From an optimization exercise on the open Yosys and OpenROAD flow, aimed at small area, a short achievable clock period and few clock cycles per item; shortcuts taken in it are not production practice.
The RTL was checked by simulation tests, not by an equivalence proof against the original design.
Power figures rest on the tool's default switching activity, not on a simulated workload.

--- flow/config.mk ---
export PLATFORM = sky130hd
export DESIGN_NAME = ct128_osc
export DESIGN_NICKNAME = ct128_osc
export VERILOG_FILES = /design/flow/design.v
export SDC_FILE = /design/flow/constraint.sdc
export NUM_CORES = 4
export LEC_CHECK = 0
export CAP_MARGIN = 20
export CORE_MARGIN = 2
export CORE_UTILIZATION = 25
export PLACE_DENSITY = 0.45
export SLEW_MARGIN = 20
export SYNTH_MEMORY_MAX_BITS = 65536
--- flow/constraint.sdc ---
create_clock -name core_clock -period 12.0 [get_ports {clk}]
set_input_delay 2.4000 -clock core_clock [delete_from_list [all_inputs] [get_ports {clk}]]
set_output_delay 2.4000 -clock core_clock [all_outputs]
set_load 0.01 [all_outputs]
--- flow/design.v ---
module ct128_sine_rom_e (
    input  wire [9:0]  idx,
    output wire [22:0] val
);
    reg [22:0] tab;
    always @(*) begin
        case (idx[8:0])
            9'd0: tab = 23'd0;
            9'd1: tab = 23'd25736;
            9'd2: tab = 23'd51472;
            9'd3: tab = 23'd77207;
            9'd4: tab = 23'd102941;
            9'd5: tab = 23'd128675;
            9'd6: tab = 23'd154407;
            9'd7: tab = 23'd180138;
            9'd8: tab = 23'd205867;
            9'd9: tab = 23'd231594;
            9'd10: tab = 23'd257319;
            9'd11: tab = 23'd283041;
            9'd12: tab = 23'd308761;
            9'd13: tab = 23'd334478;
            9'd14: tab = 23'd360192;
            9'd15: tab = 23'd385903;
            9'd16: tab = 23'd411609;
            9'd17: tab = 23'd437312;
            9'd18: tab = 23'd463011;
            9'd19: tab = 23'd488706;
            9'd20: tab = 23'd514396;
            9'd21: tab = 23'd540081;
            9'd22: tab = 23'd565761;
            9'd23: tab = 23'd591435;
            9'd24: tab = 23'd617104;
            9'd25: tab = 23'd642767;
            9'd26: tab = 23'd668425;
            9'd27: tab = 23'd694076;
            9'd28: tab = 23'd719720;
            9'd29: tab = 23'd745358;
            9'd30: tab = 23'd770988;
            9'd31: tab = 23'd796611;
            9'd32: tab = 23'd822227;
            9'd33: tab = 23'd847835;
            9'd34: tab = 23'd873435;
            9'd35: tab = 23'd899027;
            9'd36: tab = 23'd924611;
            9'd37: tab = 23'd950186;
            9'd38: tab = 23'd975751;
            9'd39: tab = 23'd1001308;
            9'd40: tab = 23'd1026855;
            9'd41: tab = 23'd1052393;
            9'd42: tab = 23'd1077920;
            9'd43: tab = 23'd1103438;
            9'd44: tab = 23'd1128945;
            9'd45: tab = 23'd1154441;
            9'd46: tab = 23'd1179927;
            9'd47: tab = 23'd1205401;
            9'd48: tab = 23'd1230864;
            9'd49: tab = 23'd1256316;
            9'd50: tab = 23'd1281756;
            9'd51: tab = 23'd1307183;
            9'd52: tab = 23'd1332599;
            9'd53: tab = 23'd1358001;
            9'd54: tab = 23'd1383391;
            9'd55: tab = 23'd1408768;
            9'd56: tab = 23'd1434132;
            9'd57: tab = 23'd1459482;
            9'd58: tab = 23'd1484819;
            9'd59: tab = 23'd1510141;
            9'd60: tab = 23'd1535450;
            9'd61: tab = 23'd1560744;
            9'd62: tab = 23'd1586023;
            9'd63: tab = 23'd1611287;
            9'd64: tab = 23'd1636536;
            9'd65: tab = 23'd1661770;
            9'd66: tab = 23'd1686988;
            9'd67: tab = 23'd1712190;
            9'd68: tab = 23'd1737376;
            9'd69: tab = 23'd1762546;
            9'd70: tab = 23'd1787699;
            9'd71: tab = 23'd1812835;
            9'd72: tab = 23'd1837954;
            9'd73: tab = 23'd1863056;
            9'd74: tab = 23'd1888140;
            9'd75: tab = 23'd1913207;
            9'd76: tab = 23'd1938256;
            9'd77: tab = 23'd1963286;
            9'd78: tab = 23'd1988298;
            9'd79: tab = 23'd2013291;
            9'd80: tab = 23'd2038265;
            9'd81: tab = 23'd2063220;
            9'd82: tab = 23'd2088156;
            9'd83: tab = 23'd2113072;
            9'd84: tab = 23'd2137968;
            9'd85: tab = 23'd2162844;
            9'd86: tab = 23'd2187699;
            9'd87: tab = 23'd2212534;
            9'd88: tab = 23'd2237349;
            9'd89: tab = 23'd2262142;
            9'd90: tab = 23'd2286913;
            9'd91: tab = 23'd2311664;
            9'd92: tab = 23'd2336392;
            9'd93: tab = 23'd2361099;
            9'd94: tab = 23'd2385783;
            9'd95: tab = 23'd2410445;
            9'd96: tab = 23'd2435084;
            9'd97: tab = 23'd2459700;
            9'd98: tab = 23'd2484293;
            9'd99: tab = 23'd2508863;
            9'd100: tab = 23'd2533409;
            9'd101: tab = 23'd2557931;
            9'd102: tab = 23'd2582430;
            9'd103: tab = 23'd2606904;
            9'd104: tab = 23'd2631353;
            9'd105: tab = 23'd2655777;
            9'd106: tab = 23'd2680177;
            9'd107: tab = 23'd2704551;
            9'd108: tab = 23'd2728900;
            9'd109: tab = 23'd2753223;
            9'd110: tab = 23'd2777521;
            9'd111: tab = 23'd2801792;
            9'd112: tab = 23'd2826037;
            9'd113: tab = 23'd2850255;
            9'd114: tab = 23'd2874446;
            9'd115: tab = 23'd2898610;
            9'd116: tab = 23'd2922747;
            9'd117: tab = 23'd2946857;
            9'd118: tab = 23'd2970939;
            9'd119: tab = 23'd2994992;
            9'd120: tab = 23'd3019018;
            9'd121: tab = 23'd3043015;
            9'd122: tab = 23'd3066984;
            9'd123: tab = 23'd3090923;
            9'd124: tab = 23'd3114834;
            9'd125: tab = 23'd3138715;
            9'd126: tab = 23'd3162567;
            9'd127: tab = 23'd3186389;
            9'd128: tab = 23'd3210181;
            9'd129: tab = 23'd3233943;
            9'd130: tab = 23'd3257674;
            9'd131: tab = 23'd3281375;
            9'd132: tab = 23'd3305044;
            9'd133: tab = 23'd3328683;
            9'd134: tab = 23'd3352290;
            9'd135: tab = 23'd3375866;
            9'd136: tab = 23'd3399410;
            9'd137: tab = 23'd3422922;
            9'd138: tab = 23'd3446402;
            9'd139: tab = 23'd3469849;
            9'd140: tab = 23'd3493264;
            9'd141: tab = 23'd3516646;
            9'd142: tab = 23'd3539994;
            9'd143: tab = 23'd3563310;
            9'd144: tab = 23'd3586592;
            9'd145: tab = 23'd3609840;
            9'd146: tab = 23'd3633054;
            9'd147: tab = 23'd3656234;
            9'd148: tab = 23'd3679379;
            9'd149: tab = 23'd3702490;
            9'd150: tab = 23'd3725566;
            9'd151: tab = 23'd3748607;
            9'd152: tab = 23'd3771613;
            9'd153: tab = 23'd3794583;
            9'd154: tab = 23'd3817517;
            9'd155: tab = 23'd3840416;
            9'd156: tab = 23'd3863278;
            9'd157: tab = 23'd3886104;
            9'd158: tab = 23'd3908894;
            9'd159: tab = 23'd3931646;
            9'd160: tab = 23'd3954362;
            9'd161: tab = 23'd3977040;
            9'd162: tab = 23'd3999681;
            9'd163: tab = 23'd4022285;
            9'd164: tab = 23'd4044850;
            9'd165: tab = 23'd4067378;
            9'd166: tab = 23'd4089867;
            9'd167: tab = 23'd4112317;
            9'd168: tab = 23'd4134729;
            9'd169: tab = 23'd4157102;
            9'd170: tab = 23'd4179436;
            9'd171: tab = 23'd4201731;
            9'd172: tab = 23'd4223986;
            9'd173: tab = 23'd4246201;
            9'd174: tab = 23'd4268376;
            9'd175: tab = 23'd4290511;
            9'd176: tab = 23'd4312606;
            9'd177: tab = 23'd4334660;
            9'd178: tab = 23'd4356673;
            9'd179: tab = 23'd4378646;
            9'd180: tab = 23'd4400577;
            9'd181: tab = 23'd4422466;
            9'd182: tab = 23'd4444314;
            9'd183: tab = 23'd4466121;
            9'd184: tab = 23'd4487885;
            9'd185: tab = 23'd4509607;
            9'd186: tab = 23'd4531286;
            9'd187: tab = 23'd4552923;
            9'd188: tab = 23'd4574517;
            9'd189: tab = 23'd4596068;
            9'd190: tab = 23'd4617576;
            9'd191: tab = 23'd4639040;
            9'd192: tab = 23'd4660460;
            9'd193: tab = 23'd4681837;
            9'd194: tab = 23'd4703170;
            9'd195: tab = 23'd4724458;
            9'd196: tab = 23'd4745702;
            9'd197: tab = 23'd4766901;
            9'd198: tab = 23'd4788055;
            9'd199: tab = 23'd4809165;
            9'd200: tab = 23'd4830229;
            9'd201: tab = 23'd4851247;
            9'd202: tab = 23'd4872220;
            9'd203: tab = 23'd4893147;
            9'd204: tab = 23'd4914028;
            9'd205: tab = 23'd4934863;
            9'd206: tab = 23'd4955651;
            9'd207: tab = 23'd4976393;
            9'd208: tab = 23'd4997087;
            9'd209: tab = 23'd5017735;
            9'd210: tab = 23'd5038336;
            9'd211: tab = 23'd5058889;
            9'd212: tab = 23'd5079394;
            9'd213: tab = 23'd5099852;
            9'd214: tab = 23'd5120261;
            9'd215: tab = 23'd5140623;
            9'd216: tab = 23'd5160936;
            9'd217: tab = 23'd5181201;
            9'd218: tab = 23'd5201416;
            9'd219: tab = 23'd5221583;
            9'd220: tab = 23'd5241701;
            9'd221: tab = 23'd5261769;
            9'd222: tab = 23'd5281788;
            9'd223: tab = 23'd5301757;
            9'd224: tab = 23'd5321676;
            9'd225: tab = 23'd5341545;
            9'd226: tab = 23'd5361364;
            9'd227: tab = 23'd5381132;
            9'd228: tab = 23'd5400850;
            9'd229: tab = 23'd5420517;
            9'd230: tab = 23'd5440132;
            9'd231: tab = 23'd5459697;
            9'd232: tab = 23'd5479210;
            9'd233: tab = 23'd5498672;
            9'd234: tab = 23'd5518082;
            9'd235: tab = 23'd5537440;
            9'd236: tab = 23'd5556746;
            9'd237: tab = 23'd5575999;
            9'd238: tab = 23'd5595200;
            9'd239: tab = 23'd5614349;
            9'd240: tab = 23'd5633444;
            9'd241: tab = 23'd5652487;
            9'd242: tab = 23'd5671476;
            9'd243: tab = 23'd5690412;
            9'd244: tab = 23'd5709294;
            9'd245: tab = 23'd5728123;
            9'd246: tab = 23'd5746898;
            9'd247: tab = 23'd5765618;
            9'd248: tab = 23'd5784285;
            9'd249: tab = 23'd5802897;
            9'd250: tab = 23'd5821454;
            9'd251: tab = 23'd5839956;
            9'd252: tab = 23'd5858404;
            9'd253: tab = 23'd5876796;
            9'd254: tab = 23'd5895133;
            9'd255: tab = 23'd5913415;
            9'd256: tab = 23'd5931641;
            9'd257: tab = 23'd5949811;
            9'd258: tab = 23'd5967925;
            9'd259: tab = 23'd5985983;
            9'd260: tab = 23'd6003985;
            9'd261: tab = 23'd6021930;
            9'd262: tab = 23'd6039818;
            9'd263: tab = 23'd6057650;
            9'd264: tab = 23'd6075424;
            9'd265: tab = 23'd6093141;
            9'd266: tab = 23'd6110801;
            9'd267: tab = 23'd6128404;
            9'd268: tab = 23'd6145949;
            9'd269: tab = 23'd6163436;
            9'd270: tab = 23'd6180865;
            9'd271: tab = 23'd6198235;
            9'd272: tab = 23'd6215548;
            9'd273: tab = 23'd6232802;
            9'd274: tab = 23'd6249997;
            9'd275: tab = 23'd6267133;
            9'd276: tab = 23'd6284211;
            9'd277: tab = 23'd6301229;
            9'd278: tab = 23'd6318188;
            9'd279: tab = 23'd6335088;
            9'd280: tab = 23'd6351927;
            9'd281: tab = 23'd6368708;
            9'd282: tab = 23'd6385428;
            9'd283: tab = 23'd6402088;
            9'd284: tab = 23'd6418687;
            9'd285: tab = 23'd6435227;
            9'd286: tab = 23'd6451706;
            9'd287: tab = 23'd6468124;
            9'd288: tab = 23'd6484481;
            9'd289: tab = 23'd6500777;
            9'd290: tab = 23'd6517012;
            9'd291: tab = 23'd6533186;
            9'd292: tab = 23'd6549298;
            9'd293: tab = 23'd6565348;
            9'd294: tab = 23'd6581337;
            9'd295: tab = 23'd6597264;
            9'd296: tab = 23'd6613128;
            9'd297: tab = 23'd6628931;
            9'd298: tab = 23'd6644671;
            9'd299: tab = 23'd6660348;
            9'd300: tab = 23'd6675963;
            9'd301: tab = 23'd6691515;
            9'd302: tab = 23'd6707004;
            9'd303: tab = 23'd6722430;
            9'd304: tab = 23'd6737792;
            9'd305: tab = 23'd6753091;
            9'd306: tab = 23'd6768327;
            9'd307: tab = 23'd6783499;
            9'd308: tab = 23'd6798607;
            9'd309: tab = 23'd6813651;
            9'd310: tab = 23'd6828631;
            9'd311: tab = 23'd6843546;
            9'd312: tab = 23'd6858398;
            9'd313: tab = 23'd6873184;
            9'd314: tab = 23'd6887906;
            9'd315: tab = 23'd6902563;
            9'd316: tab = 23'd6917156;
            9'd317: tab = 23'd6931683;
            9'd318: tab = 23'd6946144;
            9'd319: tab = 23'd6960541;
            9'd320: tab = 23'd6974872;
            9'd321: tab = 23'd6989137;
            9'd322: tab = 23'd7003337;
            9'd323: tab = 23'd7017470;
            9'd324: tab = 23'd7031538;
            9'd325: tab = 23'd7045539;
            9'd326: tab = 23'd7059474;
            9'd327: tab = 23'd7073343;
            9'd328: tab = 23'd7087145;
            9'd329: tab = 23'd7100880;
            9'd330: tab = 23'd7114548;
            9'd331: tab = 23'd7128150;
            9'd332: tab = 23'd7141684;
            9'd333: tab = 23'd7155151;
            9'd334: tab = 23'd7168551;
            9'd335: tab = 23'd7181883;
            9'd336: tab = 23'd7195148;
            9'd337: tab = 23'd7208345;
            9'd338: tab = 23'd7221474;
            9'd339: tab = 23'd7234536;
            9'd340: tab = 23'd7247529;
            9'd341: tab = 23'd7260454;
            9'd342: tab = 23'd7273310;
            9'd343: tab = 23'd7286098;
            9'd344: tab = 23'd7298818;
            9'd345: tab = 23'd7311469;
            9'd346: tab = 23'd7324051;
            9'd347: tab = 23'd7336564;
            9'd348: tab = 23'd7349008;
            9'd349: tab = 23'd7361383;
            9'd350: tab = 23'd7373688;
            9'd351: tab = 23'd7385924;
            9'd352: tab = 23'd7398091;
            9'd353: tab = 23'd7410188;
            9'd354: tab = 23'd7422215;
            9'd355: tab = 23'd7434173;
            9'd356: tab = 23'd7446060;
            9'd357: tab = 23'd7457877;
            9'd358: tab = 23'd7469624;
            9'd359: tab = 23'd7481301;
            9'd360: tab = 23'd7492908;
            9'd361: tab = 23'd7504444;
            9'd362: tab = 23'd7515909;
            9'd363: tab = 23'd7527303;
            9'd364: tab = 23'd7538627;
            9'd365: tab = 23'd7549880;
            9'd366: tab = 23'd7561061;
            9'd367: tab = 23'd7572172;
            9'd368: tab = 23'd7583211;
            9'd369: tab = 23'd7594179;
            9'd370: tab = 23'd7605075;
            9'd371: tab = 23'd7615900;
            9'd372: tab = 23'd7626653;
            9'd373: tab = 23'd7637334;
            9'd374: tab = 23'd7647944;
            9'd375: tab = 23'd7658481;
            9'd376: tab = 23'd7668946;
            9'd377: tab = 23'd7679340;
            9'd378: tab = 23'd7689660;
            9'd379: tab = 23'd7699909;
            9'd380: tab = 23'd7710085;
            9'd381: tab = 23'd7720188;
            9'd382: tab = 23'd7730219;
            9'd383: tab = 23'd7740177;
            9'd384: tab = 23'd7750062;
            9'd385: tab = 23'd7759875;
            9'd386: tab = 23'd7769614;
            9'd387: tab = 23'd7779280;
            9'd388: tab = 23'd7788873;
            9'd389: tab = 23'd7798392;
            9'd390: tab = 23'd7807838;
            9'd391: tab = 23'd7817211;
            9'd392: tab = 23'd7826510;
            9'd393: tab = 23'd7835735;
            9'd394: tab = 23'd7844887;
            9'd395: tab = 23'd7853965;
            9'd396: tab = 23'd7862969;
            9'd397: tab = 23'd7871898;
            9'd398: tab = 23'd7880754;
            9'd399: tab = 23'd7889536;
            9'd400: tab = 23'd7898243;
            9'd401: tab = 23'd7906876;
            9'd402: tab = 23'd7915435;
            9'd403: tab = 23'd7923919;
            9'd404: tab = 23'd7932328;
            9'd405: tab = 23'd7940663;
            9'd406: tab = 23'd7948923;
            9'd407: tab = 23'd7957108;
            9'd408: tab = 23'd7965219;
            9'd409: tab = 23'd7973254;
            9'd410: tab = 23'd7981214;
            9'd411: tab = 23'd7989100;
            9'd412: tab = 23'd7996910;
            9'd413: tab = 23'd8004644;
            9'd414: tab = 23'd8012304;
            9'd415: tab = 23'd8019888;
            9'd416: tab = 23'd8027396;
            9'd417: tab = 23'd8034829;
            9'd418: tab = 23'd8042187;
            9'd419: tab = 23'd8049468;
            9'd420: tab = 23'd8056674;
            9'd421: tab = 23'd8063804;
            9'd422: tab = 23'd8070858;
            9'd423: tab = 23'd8077837;
            9'd424: tab = 23'd8084739;
            9'd425: tab = 23'd8091565;
            9'd426: tab = 23'd8098315;
            9'd427: tab = 23'd8104988;
            9'd428: tab = 23'd8111586;
            9'd429: tab = 23'd8118107;
            9'd430: tab = 23'd8124551;
            9'd431: tab = 23'd8130919;
            9'd432: tab = 23'd8137211;
            9'd433: tab = 23'd8143426;
            9'd434: tab = 23'd8149564;
            9'd435: tab = 23'd8155626;
            9'd436: tab = 23'd8161611;
            9'd437: tab = 23'd8167519;
            9'd438: tab = 23'd8173350;
            9'd439: tab = 23'd8179104;
            9'd440: tab = 23'd8184782;
            9'd441: tab = 23'd8190382;
            9'd442: tab = 23'd8195905;
            9'd443: tab = 23'd8201351;
            9'd444: tab = 23'd8206720;
            9'd445: tab = 23'd8212012;
            9'd446: tab = 23'd8217226;
            9'd447: tab = 23'd8222363;
            9'd448: tab = 23'd8227422;
            9'd449: tab = 23'd8232404;
            9'd450: tab = 23'd8237309;
            9'd451: tab = 23'd8242136;
            9'd452: tab = 23'd8246886;
            9'd453: tab = 23'd8251557;
            9'd454: tab = 23'd8256152;
            9'd455: tab = 23'd8260668;
            9'd456: tab = 23'd8265107;
            9'd457: tab = 23'd8269468;
            9'd458: tab = 23'd8273751;
            9'd459: tab = 23'd8277956;
            9'd460: tab = 23'd8282084;
            9'd461: tab = 23'd8286133;
            9'd462: tab = 23'd8290104;
            9'd463: tab = 23'd8293998;
            9'd464: tab = 23'd8297813;
            9'd465: tab = 23'd8301550;
            9'd466: tab = 23'd8305209;
            9'd467: tab = 23'd8308790;
            9'd468: tab = 23'd8312293;
            9'd469: tab = 23'd8315717;
            9'd470: tab = 23'd8319063;
            9'd471: tab = 23'd8322331;
            9'd472: tab = 23'd8325521;
            9'd473: tab = 23'd8328632;
            9'd474: tab = 23'd8331665;
            9'd475: tab = 23'd8334619;
            9'd476: tab = 23'd8337495;
            9'd477: tab = 23'd8340292;
            9'd478: tab = 23'd8343011;
            9'd479: tab = 23'd8345652;
            9'd480: tab = 23'd8348214;
            9'd481: tab = 23'd8350697;
            9'd482: tab = 23'd8353102;
            9'd483: tab = 23'd8355428;
            9'd484: tab = 23'd8357675;
            9'd485: tab = 23'd8359844;
            9'd486: tab = 23'd8361934;
            9'd487: tab = 23'd8363945;
            9'd488: tab = 23'd8365878;
            9'd489: tab = 23'd8367732;
            9'd490: tab = 23'd8369507;
            9'd491: tab = 23'd8371203;
            9'd492: tab = 23'd8372821;
            9'd493: tab = 23'd8374359;
            9'd494: tab = 23'd8375819;
            9'd495: tab = 23'd8377200;
            9'd496: tab = 23'd8378503;
            9'd497: tab = 23'd8379726;
            9'd498: tab = 23'd8380870;
            9'd499: tab = 23'd8381936;
            9'd500: tab = 23'd8382923;
            9'd501: tab = 23'd8383831;
            9'd502: tab = 23'd8384659;
            9'd503: tab = 23'd8385409;
            9'd504: tab = 23'd8386081;
            9'd505: tab = 23'd8386673;
            9'd506: tab = 23'd8387186;
            9'd507: tab = 23'd8387620;
            9'd508: tab = 23'd8387975;
            9'd509: tab = 23'd8388252;
            9'd510: tab = 23'd8388449;
            9'd511: tab = 23'd8388568;
        endcase
    end
    assign val = idx[9] ? 23'd8388607 : tab;    
endmodule
module ct128_sine_rom_o (
    input  wire [9:0]  idx,
    output wire [22:0] val
);
    reg [22:0] tab;
    always @(*) begin
        case (idx[8:0])
            9'd0: tab = 23'd12868;
            9'd1: tab = 23'd38604;
            9'd2: tab = 23'd64339;
            9'd3: tab = 23'd90074;
            9'd4: tab = 23'd115808;
            9'd5: tab = 23'd141541;
            9'd6: tab = 23'd167272;
            9'd7: tab = 23'd193002;
            9'd8: tab = 23'd218731;
            9'd9: tab = 23'd244457;
            9'd10: tab = 23'd270180;
            9'd11: tab = 23'd295902;
            9'd12: tab = 23'd321620;
            9'd13: tab = 23'd347336;
            9'd14: tab = 23'd373048;
            9'd15: tab = 23'd398756;
            9'd16: tab = 23'd424461;
            9'd17: tab = 23'd450162;
            9'd18: tab = 23'd475859;
            9'd19: tab = 23'd501551;
            9'd20: tab = 23'd527239;
            9'd21: tab = 23'd552921;
            9'd22: tab = 23'd578599;
            9'd23: tab = 23'd604270;
            9'd24: tab = 23'd629937;
            9'd25: tab = 23'd655597;
            9'd26: tab = 23'd681251;
            9'd27: tab = 23'd706899;
            9'd28: tab = 23'd732540;
            9'd29: tab = 23'd758174;
            9'd30: tab = 23'd783801;
            9'd31: tab = 23'd809420;
            9'd32: tab = 23'd835032;
            9'd33: tab = 23'd860636;
            9'd34: tab = 23'd886232;
            9'd35: tab = 23'd911820;
            9'd36: tab = 23'd937399;
            9'd37: tab = 23'd962970;
            9'd38: tab = 23'd988531;
            9'd39: tab = 23'd1014083;
            9'd40: tab = 23'd1039625;
            9'd41: tab = 23'd1065158;
            9'd42: tab = 23'd1090680;
            9'd43: tab = 23'd1116192;
            9'd44: tab = 23'd1141694;
            9'd45: tab = 23'd1167185;
            9'd46: tab = 23'd1192665;
            9'd47: tab = 23'd1218134;
            9'd48: tab = 23'd1243592;
            9'd49: tab = 23'd1269037;
            9'd50: tab = 23'd1294471;
            9'd51: tab = 23'd1319892;
            9'd52: tab = 23'd1345302;
            9'd53: tab = 23'd1370698;
            9'd54: tab = 23'd1396081;
            9'd55: tab = 23'd1421452;
            9'd56: tab = 23'd1446809;
            9'd57: tab = 23'd1472152;
            9'd58: tab = 23'd1497482;
            9'd59: tab = 23'd1522797;
            9'd60: tab = 23'd1548098;
            9'd61: tab = 23'd1573385;
            9'd62: tab = 23'd1598657;
            9'd63: tab = 23'd1623913;
            9'd64: tab = 23'd1649155;
            9'd65: tab = 23'd1674381;
            9'd66: tab = 23'd1699591;
            9'd67: tab = 23'd1724785;
            9'd68: tab = 23'd1749963;
            9'd69: tab = 23'd1775124;
            9'd70: tab = 23'd1800269;
            9'd71: tab = 23'd1825397;
            9'd72: tab = 23'd1850507;
            9'd73: tab = 23'd1875600;
            9'd74: tab = 23'd1900676;
            9'd75: tab = 23'd1925734;
            9'd76: tab = 23'd1950773;
            9'd77: tab = 23'd1975794;
            9'd78: tab = 23'd2000797;
            9'd79: tab = 23'd2025781;
            9'd80: tab = 23'd2050745;
            9'd81: tab = 23'd2075690;
            9'd82: tab = 23'd2100616;
            9'd83: tab = 23'd2125522;
            9'd84: tab = 23'd2150408;
            9'd85: tab = 23'd2175274;
            9'd86: tab = 23'd2200119;
            9'd87: tab = 23'd2224944;
            9'd88: tab = 23'd2249748;
            9'd89: tab = 23'd2274530;
            9'd90: tab = 23'd2299291;
            9'd91: tab = 23'd2324031;
            9'd92: tab = 23'd2348748;
            9'd93: tab = 23'd2373444;
            9'd94: tab = 23'd2398117;
            9'd95: tab = 23'd2422767;
            9'd96: tab = 23'd2447395;
            9'd97: tab = 23'd2472000;
            9'd98: tab = 23'd2496581;
            9'd99: tab = 23'd2521139;
            9'd100: tab = 23'd2545673;
            9'd101: tab = 23'd2570184;
            9'd102: tab = 23'd2594670;
            9'd103: tab = 23'd2619131;
            9'd104: tab = 23'd2643568;
            9'd105: tab = 23'd2667980;
            9'd106: tab = 23'd2692367;
            9'd107: tab = 23'd2716729;
            9'd108: tab = 23'd2741065;
            9'd109: tab = 23'd2765375;
            9'd110: tab = 23'd2789660;
            9'd111: tab = 23'd2813918;
            9'd112: tab = 23'd2838149;
            9'd113: tab = 23'd2862354;
            9'd114: tab = 23'd2886532;
            9'd115: tab = 23'd2910682;
            9'd116: tab = 23'd2934806;
            9'd117: tab = 23'd2958901;
            9'd118: tab = 23'd2982969;
            9'd119: tab = 23'd3007009;
            9'd120: tab = 23'd3031020;
            9'd121: tab = 23'd3055003;
            9'd122: tab = 23'd3078957;
            9'd123: tab = 23'd3102882;
            9'd124: tab = 23'd3126778;
            9'd125: tab = 23'd3150645;
            9'd126: tab = 23'd3174482;
            9'd127: tab = 23'd3198289;
            9'd128: tab = 23'd3222066;
            9'd129: tab = 23'd3245812;
            9'd130: tab = 23'd3269528;
            9'd131: tab = 23'd3293213;
            9'd132: tab = 23'd3316868;
            9'd133: tab = 23'd3340491;
            9'd134: tab = 23'd3364082;
            9'd135: tab = 23'd3387642;
            9'd136: tab = 23'd3411170;
            9'd137: tab = 23'd3434666;
            9'd138: tab = 23'd3458130;
            9'd139: tab = 23'd3481561;
            9'd140: tab = 23'd3504959;
            9'd141: tab = 23'd3528324;
            9'd142: tab = 23'd3551656;
            9'd143: tab = 23'd3574955;
            9'd144: tab = 23'd3598220;
            9'd145: tab = 23'd3621451;
            9'd146: tab = 23'd3644648;
            9'd147: tab = 23'd3667811;
            9'd148: tab = 23'd3690939;
            9'd149: tab = 23'd3714032;
            9'd150: tab = 23'd3737091;
            9'd151: tab = 23'd3760114;
            9'd152: tab = 23'd3783102;
            9'd153: tab = 23'd3806055;
            9'd154: tab = 23'd3828971;
            9'd155: tab = 23'd3851852;
            9'd156: tab = 23'd3874696;
            9'd157: tab = 23'd3897504;
            9'd158: tab = 23'd3920275;
            9'd159: tab = 23'd3943009;
            9'd160: tab = 23'd3965706;
            9'd161: tab = 23'd3988366;
            9'd162: tab = 23'd4010988;
            9'd163: tab = 23'd4033572;
            9'd164: tab = 23'd4056119;
            9'd165: tab = 23'd4078627;
            9'd166: tab = 23'd4101097;
            9'd167: tab = 23'd4123528;
            9'd168: tab = 23'd4145921;
            9'd169: tab = 23'd4168274;
            9'd170: tab = 23'd4190588;
            9'd171: tab = 23'd4212863;
            9'd172: tab = 23'd4235098;
            9'd173: tab = 23'd4257293;
            9'd174: tab = 23'd4279449;
            9'd175: tab = 23'd4301564;
            9'd176: tab = 23'd4323638;
            9'd177: tab = 23'd4345672;
            9'd178: tab = 23'd4367665;
            9'd179: tab = 23'd4389616;
            9'd180: tab = 23'd4411527;
            9'd181: tab = 23'd4433396;
            9'd182: tab = 23'd4455223;
            9'd183: tab = 23'd4477008;
            9'd184: tab = 23'd4498751;
            9'd185: tab = 23'd4520452;
            9'd186: tab = 23'd4542110;
            9'd187: tab = 23'd4563725;
            9'd188: tab = 23'd4585298;
            9'd189: tab = 23'd4606827;
            9'd190: tab = 23'd4628313;
            9'd191: tab = 23'd4649756;
            9'd192: tab = 23'd4671154;
            9'd193: tab = 23'd4692509;
            9'd194: tab = 23'd4713819;
            9'd195: tab = 23'd4735085;
            9'd196: tab = 23'd4756307;
            9'd197: tab = 23'd4777484;
            9'd198: tab = 23'd4798616;
            9'd199: tab = 23'd4819702;
            9'd200: tab = 23'd4840744;
            9'd201: tab = 23'd4861739;
            9'd202: tab = 23'd4882689;
            9'd203: tab = 23'd4903593;
            9'd204: tab = 23'd4924451;
            9'd205: tab = 23'd4945263;
            9'd206: tab = 23'd4966028;
            9'd207: tab = 23'd4986746;
            9'd208: tab = 23'd5007417;
            9'd209: tab = 23'd5028041;
            9'd210: tab = 23'd5048618;
            9'd211: tab = 23'd5069147;
            9'd212: tab = 23'd5089629;
            9'd213: tab = 23'd5110063;
            9'd214: tab = 23'd5130448;
            9'd215: tab = 23'd5150786;
            9'd216: tab = 23'd5171074;
            9'd217: tab = 23'd5191315;
            9'd218: tab = 23'd5211506;
            9'd219: tab = 23'd5231648;
            9'd220: tab = 23'd5251741;
            9'd221: tab = 23'd5271785;
            9'd222: tab = 23'd5291778;
            9'd223: tab = 23'd5311723;
            9'd224: tab = 23'd5331617;
            9'd225: tab = 23'd5351461;
            9'd226: tab = 23'd5371254;
            9'd227: tab = 23'd5390997;
            9'd228: tab = 23'd5410690;
            9'd229: tab = 23'd5430331;
            9'd230: tab = 23'd5449921;
            9'd231: tab = 23'd5469460;
            9'd232: tab = 23'd5488948;
            9'd233: tab = 23'd5508383;
            9'd234: tab = 23'd5527767;
            9'd235: tab = 23'd5547099;
            9'd236: tab = 23'd5566379;
            9'd237: tab = 23'd5585606;
            9'd238: tab = 23'd5604781;
            9'd239: tab = 23'd5623903;
            9'd240: tab = 23'd5642972;
            9'd241: tab = 23'd5661988;
            9'd242: tab = 23'd5680951;
            9'd243: tab = 23'd5699860;
            9'd244: tab = 23'd5718715;
            9'd245: tab = 23'd5737517;
            9'd246: tab = 23'd5756265;
            9'd247: tab = 23'd5774958;
            9'd248: tab = 23'd5793597;
            9'd249: tab = 23'd5812182;
            9'd250: tab = 23'd5830712;
            9'd251: tab = 23'd5849187;
            9'd252: tab = 23'd5867607;
            9'd253: tab = 23'd5885972;
            9'd254: tab = 23'd5904281;
            9'd255: tab = 23'd5922535;
            9'd256: tab = 23'd5940733;
            9'd257: tab = 23'd5958875;
            9'd258: tab = 23'd5976961;
            9'd259: tab = 23'd5994991;
            9'd260: tab = 23'd6012964;
            9'd261: tab = 23'd6030881;
            9'd262: tab = 23'd6048741;
            9'd263: tab = 23'd6066544;
            9'd264: tab = 23'd6084290;
            9'd265: tab = 23'd6101979;
            9'd266: tab = 23'd6119610;
            9'd267: tab = 23'd6137184;
            9'd268: tab = 23'd6154699;
            9'd269: tab = 23'd6172157;
            9'd270: tab = 23'd6189557;
            9'd271: tab = 23'd6206899;
            9'd272: tab = 23'd6224182;
            9'd273: tab = 23'd6241407;
            9'd274: tab = 23'd6258573;
            9'd275: tab = 23'd6275679;
            9'd276: tab = 23'd6292727;
            9'd277: tab = 23'd6309716;
            9'd278: tab = 23'd6326645;
            9'd279: tab = 23'd6343515;
            9'd280: tab = 23'd6360325;
            9'd281: tab = 23'd6377075;
            9'd282: tab = 23'd6393765;
            9'd283: tab = 23'd6410395;
            9'd284: tab = 23'd6426965;
            9'd285: tab = 23'd6443474;
            9'd286: tab = 23'd6459922;
            9'd287: tab = 23'd6476310;
            9'd288: tab = 23'd6492637;
            9'd289: tab = 23'd6508902;
            9'd290: tab = 23'd6525107;
            9'd291: tab = 23'd6541249;
            9'd292: tab = 23'd6557331;
            9'd293: tab = 23'd6573350;
            9'd294: tab = 23'd6589308;
            9'd295: tab = 23'd6605204;
            9'd296: tab = 23'd6621037;
            9'd297: tab = 23'd6636809;
            9'd298: tab = 23'd6652517;
            9'd299: tab = 23'd6668163;
            9'd300: tab = 23'd6683747;
            9'd301: tab = 23'd6699267;
            9'd302: tab = 23'd6714725;
            9'd303: tab = 23'd6730119;
            9'd304: tab = 23'd6745450;
            9'd305: tab = 23'd6760717;
            9'd306: tab = 23'd6775921;
            9'd307: tab = 23'd6791061;
            9'd308: tab = 23'd6806137;
            9'd309: tab = 23'd6821149;
            9'd310: tab = 23'd6836097;
            9'd311: tab = 23'd6850980;
            9'd312: tab = 23'd6865799;
            9'd313: tab = 23'd6880553;
            9'd314: tab = 23'd6895243;
            9'd315: tab = 23'd6909868;
            9'd316: tab = 23'd6924427;
            9'd317: tab = 23'd6938922;
            9'd318: tab = 23'd6953351;
            9'd319: tab = 23'd6967715;
            9'd320: tab = 23'd6982013;
            9'd321: tab = 23'd6996245;
            9'd322: tab = 23'd7010412;
            9'd323: tab = 23'd7024512;
            9'd324: tab = 23'd7038547;
            9'd325: tab = 23'd7052515;
            9'd326: tab = 23'd7066417;
            9'd327: tab = 23'd7080252;
            9'd328: tab = 23'd7094021;
            9'd329: tab = 23'd7107722;
            9'd330: tab = 23'd7121357;
            9'd331: tab = 23'd7134925;
            9'd332: tab = 23'd7148426;
            9'd333: tab = 23'd7161860;
            9'd334: tab = 23'd7175226;
            9'd335: tab = 23'd7188524;
            9'd336: tab = 23'd7201755;
            9'd337: tab = 23'd7214918;
            9'd338: tab = 23'd7228014;
            9'd339: tab = 23'd7241041;
            9'd340: tab = 23'd7254000;
            9'd341: tab = 23'd7266890;
            9'd342: tab = 23'd7279713;
            9'd343: tab = 23'd7292467;
            9'd344: tab = 23'd7305152;
            9'd345: tab = 23'd7317768;
            9'd346: tab = 23'd7330316;
            9'd347: tab = 23'd7342794;
            9'd348: tab = 23'd7355204;
            9'd349: tab = 23'd7367544;
            9'd350: tab = 23'd7379815;
            9'd351: tab = 23'd7392016;
            9'd352: tab = 23'd7404148;
            9'd353: tab = 23'd7416210;
            9'd354: tab = 23'd7428203;
            9'd355: tab = 23'd7440125;
            9'd356: tab = 23'd7451977;
            9'd357: tab = 23'd7463760;
            9'd358: tab = 23'd7475472;
            9'd359: tab = 23'd7487113;
            9'd360: tab = 23'd7498684;
            9'd361: tab = 23'd7510185;
            9'd362: tab = 23'd7521615;
            9'd363: tab = 23'd7532974;
            9'd364: tab = 23'd7544262;
            9'd365: tab = 23'd7555479;
            9'd366: tab = 23'd7566625;
            9'd367: tab = 23'd7577700;
            9'd368: tab = 23'd7588704;
            9'd369: tab = 23'd7599636;
            9'd370: tab = 23'd7610496;
            9'd371: tab = 23'd7621285;
            9'd372: tab = 23'd7632003;
            9'd373: tab = 23'd7642648;
            9'd374: tab = 23'd7653221;
            9'd375: tab = 23'd7663723;
            9'd376: tab = 23'd7674152;
            9'd377: tab = 23'd7684509;
            9'd378: tab = 23'd7694794;
            9'd379: tab = 23'd7705006;
            9'd380: tab = 23'd7715146;
            9'd381: tab = 23'd7725213;
            9'd382: tab = 23'd7735207;
            9'd383: tab = 23'd7745129;
            9'd384: tab = 23'd7754978;
            9'd385: tab = 23'd7764753;
            9'd386: tab = 23'd7774456;
            9'd387: tab = 23'd7784085;
            9'd388: tab = 23'd7793642;
            9'd389: tab = 23'd7803124;
            9'd390: tab = 23'd7812534;
            9'd391: tab = 23'd7821870;
            9'd392: tab = 23'd7831132;
            9'd393: tab = 23'd7840320;
            9'd394: tab = 23'd7849435;
            9'd395: tab = 23'd7858476;
            9'd396: tab = 23'd7867443;
            9'd397: tab = 23'd7876336;
            9'd398: tab = 23'd7885154;
            9'd399: tab = 23'd7893899;
            9'd400: tab = 23'd7902569;
            9'd401: tab = 23'd7911165;
            9'd402: tab = 23'd7919686;
            9'd403: tab = 23'd7928133;
            9'd404: tab = 23'd7936505;
            9'd405: tab = 23'd7944802;
            9'd406: tab = 23'd7953025;
            9'd407: tab = 23'd7961173;
            9'd408: tab = 23'd7969246;
            9'd409: tab = 23'd7977244;
            9'd410: tab = 23'd7985166;
            9'd411: tab = 23'd7993014;
            9'd412: tab = 23'd8000787;
            9'd413: tab = 23'd8008484;
            9'd414: tab = 23'd8016105;
            9'd415: tab = 23'd8023652;
            9'd416: tab = 23'd8031122;
            9'd417: tab = 23'd8038517;
            9'd418: tab = 23'd8045837;
            9'd419: tab = 23'd8053081;
            9'd420: tab = 23'd8060249;
            9'd421: tab = 23'd8067341;
            9'd422: tab = 23'd8074357;
            9'd423: tab = 23'd8081297;
            9'd424: tab = 23'd8088161;
            9'd425: tab = 23'd8094949;
            9'd426: tab = 23'd8101661;
            9'd427: tab = 23'd8108296;
            9'd428: tab = 23'd8114856;
            9'd429: tab = 23'd8121338;
            9'd430: tab = 23'd8127745;
            9'd431: tab = 23'd8134075;
            9'd432: tab = 23'd8140328;
            9'd433: tab = 23'd8146505;
            9'd434: tab = 23'd8152605;
            9'd435: tab = 23'd8158628;
            9'd436: tab = 23'd8164575;
            9'd437: tab = 23'd8170444;
            9'd438: tab = 23'd8176237;
            9'd439: tab = 23'd8181953;
            9'd440: tab = 23'd8187591;
            9'd441: tab = 23'd8193153;
            9'd442: tab = 23'd8198638;
            9'd443: tab = 23'd8204045;
            9'd444: tab = 23'd8209375;
            9'd445: tab = 23'd8214628;
            9'd446: tab = 23'd8219804;
            9'd447: tab = 23'd8224902;
            9'd448: tab = 23'd8229923;
            9'd449: tab = 23'd8234866;
            9'd450: tab = 23'd8239732;
            9'd451: tab = 23'd8244521;
            9'd452: tab = 23'd8249231;
            9'd453: tab = 23'd8253864;
            9'd454: tab = 23'd8258420;
            9'd455: tab = 23'd8262897;
            9'd456: tab = 23'd8267297;
            9'd457: tab = 23'd8271619;
            9'd458: tab = 23'd8275863;
            9'd459: tab = 23'd8280030;
            9'd460: tab = 23'd8284118;
            9'd461: tab = 23'd8288128;
            9'd462: tab = 23'd8292061;
            9'd463: tab = 23'd8295915;
            9'd464: tab = 23'd8299691;
            9'd465: tab = 23'd8303389;
            9'd466: tab = 23'd8307009;
            9'd467: tab = 23'd8310551;
            9'd468: tab = 23'd8314015;
            9'd469: tab = 23'd8317400;
            9'd470: tab = 23'd8320707;
            9'd471: tab = 23'd8323936;
            9'd472: tab = 23'd8327086;
            9'd473: tab = 23'd8330158;
            9'd474: tab = 23'd8333152;
            9'd475: tab = 23'd8336067;
            9'd476: tab = 23'd8338903;
            9'd477: tab = 23'd8341662;
            9'd478: tab = 23'd8344341;
            9'd479: tab = 23'd8346942;
            9'd480: tab = 23'd8349465;
            9'd481: tab = 23'd8351909;
            9'd482: tab = 23'd8354274;
            9'd483: tab = 23'd8356561;
            9'd484: tab = 23'd8358769;
            9'd485: tab = 23'd8360899;
            9'd486: tab = 23'd8362949;
            9'd487: tab = 23'd8364921;
            9'd488: tab = 23'd8366814;
            9'd489: tab = 23'd8368629;
            9'd490: tab = 23'd8370365;
            9'd491: tab = 23'd8372022;
            9'd492: tab = 23'd8373600;
            9'd493: tab = 23'd8375099;
            9'd494: tab = 23'd8376520;
            9'd495: tab = 23'd8377861;
            9'd496: tab = 23'd8379124;
            9'd497: tab = 23'd8380308;
            9'd498: tab = 23'd8381413;
            9'd499: tab = 23'd8382439;
            9'd500: tab = 23'd8383387;
            9'd501: tab = 23'd8384255;
            9'd502: tab = 23'd8385044;
            9'd503: tab = 23'd8385755;
            9'd504: tab = 23'd8386386;
            9'd505: tab = 23'd8386939;
            9'd506: tab = 23'd8387413;
            9'd507: tab = 23'd8387808;
            9'd508: tab = 23'd8388123;
            9'd509: tab = 23'd8388360;
            9'd510: tab = 23'd8388518;
            9'd511: tab = 23'd8388597;
        endcase
    end
    assign val = tab;    
endmodule
module ct128_osc (
    input  wire        clk,
    input  wire        rst,
    input  wire        in_valid,
    output wire        in_ready,
    input  wire [1:0]  in_mode,    
    input  wire [47:0] in_phi,     
    input  wire [47:0] in_pm,      
    input  wire [46:0] in_inc,     
    input  wire [15:0] in_pw,      
    output wire        out_valid,
    input  wire        out_ready,
    output wire [23:0] out_y       
);
    localparam [23:0] H23 = 24'h80_0000;
    function [23:0] sat24;
        input signed [26:0] v;
        begin
            if (v > 27'sd8388607)
                sat24 = 24'h7F_FFFF;
            else if (v < -27'sd8388608)
                sat24 = 24'h80_0000;
            else
                sat24 = v[23:0];
        end
    endfunction
    function [23:0] cdist;
        input [23:0] s;
        begin
            cdist = s[23] ? (24'd0 - s) : s;
        end
    endfunction
    reg         v0;
    reg  [1:0]  mode0;
    reg  [23:0] t0;
    reg  [22:0] dt0;
    reg  [15:0] pw0;
    reg         v1;
    reg  [23:0] a1;       
    reg  [13:0] d1;       
    reg  [11:0] f1;       
    reg         n1;       
    reg         v2;
    reg  [23:0] y2;
    localparam [3:0] E_IDLE = 4'd0,
                     E_PT   = 4'd1,    
                     E_DIV  = 4'd2,    
                     E_Y    = 4'd3,    
                     E_SQ   = 4'd4,    
                     E_SAW  = 4'd5,    
                     E_T1   = 4'd6,    
                     E_LY   = 4'd7,    
                     E_T2   = 4'd8,    
                     E_HY   = 4'd9,    
                     E_T3   = 4'd10,   
                     E_D3   = 4'd11,   
                     E_T4   = 4'd12,
                     E_DTB  = 4'd13,   
                     E_TRI  = 4'd14,   
                     E_DONE = 4'd15;
    reg  [3:0]  est;
    reg         ept;       
    reg  [4:0]  ecnt;
    reg  [24:0] ea;        
    reg  [23:0] em;        
    reg  [23:0] eb;        
    reg  [23:0] eh;        
    reg  signed [26:0] ev;   
    wire [47:0] psi = in_phi + in_pm;
    wire [9:0]  rh = t0[21:12];
    wire [11:0] rl = t0[11:0];
    wire        rl0 = (rl == 12'd0);
    wire [10:0] si = !t0[22] ? {1'b0, rh}
                   : rl0     ? (11'd1024 - {1'b0, rh})
                   :           {1'b0, ~rh};
    wire [11:0] sf = t0[22] ? (12'd0 - rl) : rl;
    wire [9:0]  e_idx = (si + 11'd1) >> 1;
    wire [9:0]  o_idx = si[10:1];
    wire [22:0] e_val, o_val;
    ct128_sine_rom_e u_rom_e (.idx(e_idx), .val(e_val));
    ct128_sine_rom_o u_rom_o (.idx(o_idx), .val(o_val));
    wire [22:0] ti  = si[0] ? o_val : e_val;
    wire [22:0] ti1 = si[0] ? e_val : o_val;
    wire [13:0] sd  = ti1[13:0] - ti[13:0];    
    wire [23:0] pwo   = {pw0, 8'd0};
    wire [24:0] tp_s  = {1'b0, t0} + {1'b0, pwo};
    wire [23:0] tp    = tp_s[23:0];                  
    wire signed [26:0] base_saw = $signed({3'b000, t0}) - 27'sd8388608;
    wire signed [26:0] base_pul = $signed({3'b000, t0}) - $signed({3'b000, tp});
    wire signed [26:0] base_tri = t0[23] ? ($signed({3'b000, t0[22:0], 1'b0}) - 27'sd8388608)
                                         : (27'sd8388608 - $signed({3'b000, t0[22:0], 1'b0}));
    wire signed [26:0] base = (mode0 == 2'd1) ? base_saw
                            : (mode0 == 2'd2) ? base_pul
                            :                   base_tri;
    wire [23:0] pt0 = t0;
    wire [23:0] pt1 = (mode0 == 2'd3) ? (t0 ^ H23) : tp;
    wire [23:0] w0  = cdist(pt0);
    wire [23:0] w1  = cdist(pt1);
    wire        nr0 = (w0 < {1'b0, dt0});
    wire        nr1 = (w1 < {1'b0, dt0});
    wire        corner = (mode0 != 2'd0) && (nr0 || (mode0 != 2'd1 && nr1));
    wire        slow_done = (est == E_DONE);
    wire        en        = !v2 || out_ready;
    wire        r0_go     = !v0 || !corner || slow_done;
    assign in_ready  = en && r0_go;
    assign out_valid = v2;
    assign out_y     = y2;
    wire [25:0] sprod = d1 * f1;
    wire [23:0] sm    = a1 + {10'd0, sprod[25:12]};
    always @(posedge clk) begin
        if (rst) begin
            v0 <= 1'b0;
            v1 <= 1'b0;
            v2 <= 1'b0;
        end else begin
            if (in_ready)
                v0 <= in_valid;
            if (en) begin
                v1 <= v0 && r0_go;
                v2 <= v1;
            end
        end
    end
    always @(posedge clk) begin
        if (in_ready && in_valid) begin
            mode0 <= in_mode;
            t0    <= psi[47:24];
            dt0   <= in_inc[46:24];
            pw0   <= in_pw;
        end
        if (en) begin
            if (mode0 == 2'd0) begin
                a1 <= {1'b0, ti};
                f1 <= sf;
                n1 <= t0[23];
            end else begin
                a1 <= sat24(corner ? ev : base);
                f1 <= 12'd0;
                n1 <= 1'b0;
            end
            d1 <= sd;
            y2 <= n1 ? (24'd0 - sm) : sm;
        end
    end
    wire [23:0] ept_s = ept ? pt1 : pt0;
    wire [23:0] ew    = ept ? w1 : w0;
    wire        enr   = ept ? nr1 : nr0;
    wire [22:0] ediv  = (est == E_D3) ? 23'd3 : dt0;
    wire [24:0] ea2   = {ea[23:0], em[23]};
    wire [25:0] esub  = {1'b0, ea2} - {3'b000, ediv};
    wire        efit  = !esub[25];
    wire [23:0] emc   = (est == E_DTB) ? {1'b0, dt0} : eb;
    wire [25:0] eadd  = {1'b0, ea} + (em[0] ? {2'b00, emc} : 26'd0);
    wire [23:0] ehi   = {ea[22:0], em[23]};
    wire [23:0] ecc   = {ea[20:0], em[23:21]};
    wire        esneg = ept_s[23] ^ ept;
    always @(posedge clk) begin
        if (rst) begin
            est <= E_IDLE;
        end else begin
            case (est)
                E_IDLE: if (v0 && corner) begin
                    ev  <= base;
                    ept <= 1'b0;
                    est <= E_PT;
                end
                E_PT: begin
                    if (enr) begin
                        ea   <= {1'b0, ew};
                        em   <= 24'd0;
                        ecnt <= 5'd0;
                        est  <= E_DIV;
                    end else if (!ept && mode0 != 2'd1) begin
                        ept  <= 1'b1;
                    end else begin
                        est  <= E_DONE;
                    end
                end
                E_DIV, E_D3: begin
                    ea   <= efit ? esub[24:0] : ea2;
                    em   <= {em[22:0], efit};
                    ecnt <= ecnt + 5'd1;
                    if (est == E_DIV && ecnt == 5'd22)
                        est <= E_Y;
                    if (est == E_D3 && ecnt == 5'd23)
                        est <= E_T4;
                end
                E_Y: begin
                    eb   <= H23 - {1'b0, em[22:0]};
                    em   <= H23 - {1'b0, em[22:0]};
                    ea   <= 25'd0;
                    ecnt <= 5'd0;
                    est  <= E_SQ;
                end
                E_SQ, E_LY, E_HY, E_DTB: begin
                    ea   <= eadd[25:1];
                    em   <= {eadd[0], em[23:1]};
                    ecnt <= ecnt + 5'd1;
                    if (ecnt == 5'd23)
                        case (est)
                            E_SQ:    est <= (mode0 == 2'd3) ? E_T1 : E_SAW;
                            E_LY:    est <= E_T2;
                            E_HY:    est <= E_T3;
                            default: est <= E_TRI;
                        endcase
                end
                E_SAW: begin
                    ev  <= esneg ? (ev - $signed({3'b000, ehi})) : (ev + $signed({3'b000, ehi}));
                    est <= E_PT;
                    if (!ept && mode0 != 2'd1)
                        ept <= 1'b1;
                    else
                        est <= E_DONE;
                end
                E_T1: begin
                    eh   <= ehi;
                    em   <= {1'b0, em[22:0]};
                    ea   <= 25'd0;
                    ecnt <= 5'd0;
                    est  <= E_LY;
                end
                E_T2: begin
                    ea   <= {1'b0, ehi};
                    em   <= eh;
                    ecnt <= 5'd0;
                    est  <= E_HY;
                end
                E_T3: begin
                    ea   <= 25'd0;
                    em   <= ehi;
                    ecnt <= 5'd0;
                    est  <= E_D3;
                end
                E_T4: begin
                    ea   <= 25'd0;
                    ecnt <= 5'd0;
                    est  <= E_DTB;
                end
                E_TRI: begin
                    ev  <= ept ? (ev + $signed({3'b000, ecc})) : (ev - $signed({3'b000, ecc}));
                    est <= E_PT;
                    if (!ept)
                        ept <= 1'b1;
                    else
                        est <= E_DONE;
                end
                E_DONE: if (en)
                    est <= E_IDLE;
                default: est <= E_IDLE;
            endcase
        end
    end
endmodule
--- flow/run.sh ---
#!/bin/bash
# synth_recipe.tcl (not shown) runs the flow's synth.tcl, then flattens the netlist and writes it again
# the make line also repeats each setting of config.mk as NAME=value (left out here)
make -C /OpenROAD-flow-scripts/flow DESIGN_CONFIG=/design/flow/config.mk WORK_HOME=/design/flow/orfs CLKGATE_MAP_FILE= SYNTH_SCRIPT=/design/flow/synth_recipe.tcl finish
==> impl_metrics.env <==
export IMPL_critPathKind="reg2reg"
export IMPL_period_share_pct=89.1
export IMPL_cap_violations=0
export IMPL_antenna_found_initial=37
export IMPL_power_leakage_nw=23.6
export IMPL_worst_pin_slew_ns=1.30
export IMPL_io_pins=191
export IMPL_clk_path_buf_depth=3
export IMPL_wl_per_cell_um=38.9
export IMPL_die_w_um=468
export IMPL_root_buffer="clkbuf_16"
export IMPL_async_flop_share_pct=0
export IMPL_finClkSkew_ns=0.0544
export IMPL_critical_path_max_stage_delay_ns=0.96
export IMPL_ys_flop_type="edfxtp_1"
export IMPL_max_freq_mhz=93.6
export IMPL_cts_setup_buffers=0
export IMPL_cts_resized=0
export IMPL_numCtsBuffers=34
export IMPL_relSlewSlack_pct=12.9
export IMPL_hold_class="reg2reg"
export IMPL_reg2reg_depth=36
export IMPL_synth_area_leaders="edfxtp_1 15%, ha_1 8.5%, nand2_1 5.9%, o21ai_0 5.4%, a21oi_1 5.4%"
export IMPL_synth_edf_count=270
export IMPL_cpMaxStageDelayCell="ha_1"
export IMPL_seq_area_um2=8250
export IMPL_syn_num_nets=8159
export IMPL_timing_rr_end="d1[12]"
export IMPL_min_period_ns=10.69
export IMPL_dr_pass1_iters=7
export IMPL_grt_max_degree=123
export IMPL_n_fill_cell=23670
export IMPL_syn_inst=7501
export IMPL_fin_nets=8247
export IMPL_num_vias=69055
export IMPL_initial_core_util_pct=25.1
export IMPL_crit_arrival_ns=11.00
export IMPL_endpoint="d1[12]"
export IMPL_place_hpwl_um=302000
export IMPL_grt_usage_pct=35.7
export IMPL_multiInputGateArea_um2=42300
export IMPL_yosysUniqueCellTypes=114
export IMPL_synthToLayoutAreaGrowth_pct=16.1
export IMPL_tns_ns=0
export IMPL_num_rows=170
export IMPL_seq_area_frac_synth_pct=15.3
export IMPL_reg2reg_slack_ns=1.31
export IMPL_cts_tree="done"
export IMPL_clkLatencyLatePin_ns=0.61
export IMPL_synth_top_cell_by_area="edfxtp_1"
export IMPL_final_common_cell="nand2_1"
export IMPL_grt_ovfl_total=0
export IMPL_gp_congestion=1.08
export IMPL_drtAntennaViolNets=0
export IMPL_drive_above_1_share_pct=11.0
export IMPL_powerDensity_nw_per_um2=410
export IMPL_netlist_area_um2=53900
export IMPL_clk_pin_slew_ns=0.07
export IMPL_core_area_um2=214000
export IMPL_dpl_instance_area_um2=61300
export IMPL_yosysTopAreaCellShare_pct=15.0
export IMPL_final_setup_viol_count=0
export IMPL_portBuffers=166
export IMPL_via_per_inst=6.60
export IMPL_remaining_drc_errors=0
export IMPL_crit_fanout=27
export IMPL_cp_start_kind="register"
export IMPL_end_kind="register"
export IMPL_rr_startpoint="t0[0]"
export IMPL_avgSynthCellArea_um2=7.18
export IMPL_ys_ff_latch=277
export IMPL_ir_drop_mv=0.324
export IMPL_maxSlewViolCount=0
export IMPL_drt_wl_total_um=408000
export IMPL_rsz0062_at_grt="false"
export IMPL_holdBufCountCts=0
export IMPL_critPathRequiredTime_ns=12.31
export IMPL_grt_pass1_vias=64602
export IMPL_dpl_worst_slack_ns=1.77
export IMPL_cp_startpoint="t0[0]"
export IMPL_final_hold_viol_count=0
export IMPL_worst_slack_ns=1.31
export IMPL_dieArea_um2=219000
export IMPL_grt_pass1_wl_um=553000
export IMPL_cts_htree_levels=2
export IMPL_die_h_um=468
export IMPL_final_area_um2=62500
export IMPL_clock_sinks=277
export IMPL_status="complete, no violations"
export IMPL_ys_warn_count=3
export IMPL_final_cell_mix="845 x nand2_1, 692 x nor2_1, 577 x o21ai_0"
export IMPL_drtIter0Drc=11002
==> area by class of cell <==
class | count | area share (%)
diodes | 14 | 0.0560
clock buffers | 44 | 1.42
clock inverters | 16 | 0.374
inverters | 286 | 1.74
multi-input cells | 6248 | 67.6
flip-flops and latches | 277 | 13.2
well taps | 2838 | 5.68
repair buffers | 742 | 9.99
==> synth_stat cells (all sizes together) (76+ instances only) <==
| cell | count |
|---|---|
| nand2 | 849 |
| nor2 | 704 |
| o21ai | 606 |
| a21oi | 582 |
| clkbuf | 428 |
| ha | 364 |
| nor3 | 306 |
| inv | 282 |
| edfxtp | 270 |
| buf | 262 |
| xnor2 | 239 |
| nand3 | 228 |
| a31oi | 190 |
| a211oi | 135 |
| o211ai | 132 |
| fa | 129 |
| xor2 | 114 |
| o311ai | 104 |
| a311oi | 91 |
| and2 | 86 |
| a21o | 83 |
| a221oi | 82 |
| mux2i | 76 |
==> critical path, delay by kind of cell (launching register included) <==
| family | cells | cell delay (ns) |
|---|---|---|
| AND/OR/NAND/NOR | 7 | 1.44 |
| buffers and inverters | 7 | 2.03 |
| XOR/XNOR | 2 | 0.32 |
| multiplexers | 1 | 0.18 |
| adder cells (fa/ha/maj) | 5 | 2.51 |
| AO/OA/AOI/OAI | 14 | 3.32 |
| flip-flops | 1 | 0.53 |
==> where the power goes <==
| part | internal, mW | switching [mW] |
|---|---|---|
| Clock | 0.620 | 0.492 |
| Sequential | 1.66 | 0.532 |
| Combinational | 6.92 | 15.4 |
==> layer usage <==
layer / track usage, % / vias to the layer above / share of wire, %
met5: 0 / - / 0.060
met4: 24.8 / 40 / 8.8
met3: 10.5 / 1420 / 12
met2: 50.0 / 5234 / 39
met1: 46.6 / 33882 / 40
li1: - / 28479 / -
==> sequential cells by signal, indices dropped and copies added (netlist names), 2 cells and up <==
signal / count
a1: 24
d1: 14
dt0: 23
ea: 25
eb: 24
ecnt: 5
eh: 24
em: 24
est: 4
ev: 27
f1: 12
mode0: 2
pw0: 16
t0: 24
y2: 24
==> cells by family (layout without fill, tap and decap cells) <==
group,Yosys count,after routing,synth area share (%)
buffers and inverters,976,1088,7.33
muxes,115,115,2.37
AOI/OAI and AO/OA,2732,2732,34.3
xor gates and xnor gates,354,354,5.84
adders and majority gates,494,494,13.3
other,0,14,0
and+or+nand+nor,2553,2553,21.6
DFF,277,277,15.3
==> worst min path at each step <==
stage,from,slack (ns),to,depth (start not counted)
2_1_floorplan,v1,0.44,v2,2
3_3_place_gp,v1,0.46,v2,2
3_5_place_dp,v1,0.47,v2,2
4_1_cts,v1,0.49,v2,2
5_1_grt,v1,0.53,v2,2
6_report,v1,0.49,v2,2
==> per-stage QoR <==
step / std cells / hold WS, ns / util (%) / power (mW)
6_report: 10465 / 0.492 / 29.2 / 25.7
5_1_grt: 10453 / 0.528 / 29.2 / 26.5
4_1_cts: 10446 / 0.494 / 29.1 / 24.6
3_5_place_dp: 10386 / 0.468 / 28.6 / 23.4
3_3_place_gp: 10386 / 0.464 / 28.6 / 23.6
2_1_floorplan: 7501 / 0.441 / - / 13.7
Testbench counts, summed over its fixed seeds: cycles 9,928, items 9,600.

## separate check: timing with driven ports
The flow's constraints put no driver on any port. The routed layout listed below was extracted and timed again, unchanged, in two steps.
Step 1 assumes that a clkbuf_16 drives the clock port and a buf_2 every other input.
Step 2 times the ports against the registers' clock, not the clock port: input delays grow and output delays shrink by t, the midpoint of the rising clock arrivals with the driver on.
Slacks: ideal / step 1 / step 2; pairs: ideal / step 1.
shift t [ns]: 0.625
setup WS [ns]: 1.314 / 1.314 / 1.314
worst hold slack (ns): 0.492 / 0.492 / 0.492
slew at the worst register clock pin (ns): 0.08 / 0.08
worst slew at a driven data input, ns: 0.11
After both steps setup and hold are still met in this run. The setup slack of this run moves by 0.000 ns with the drivers and by 0.000 ns with both steps.
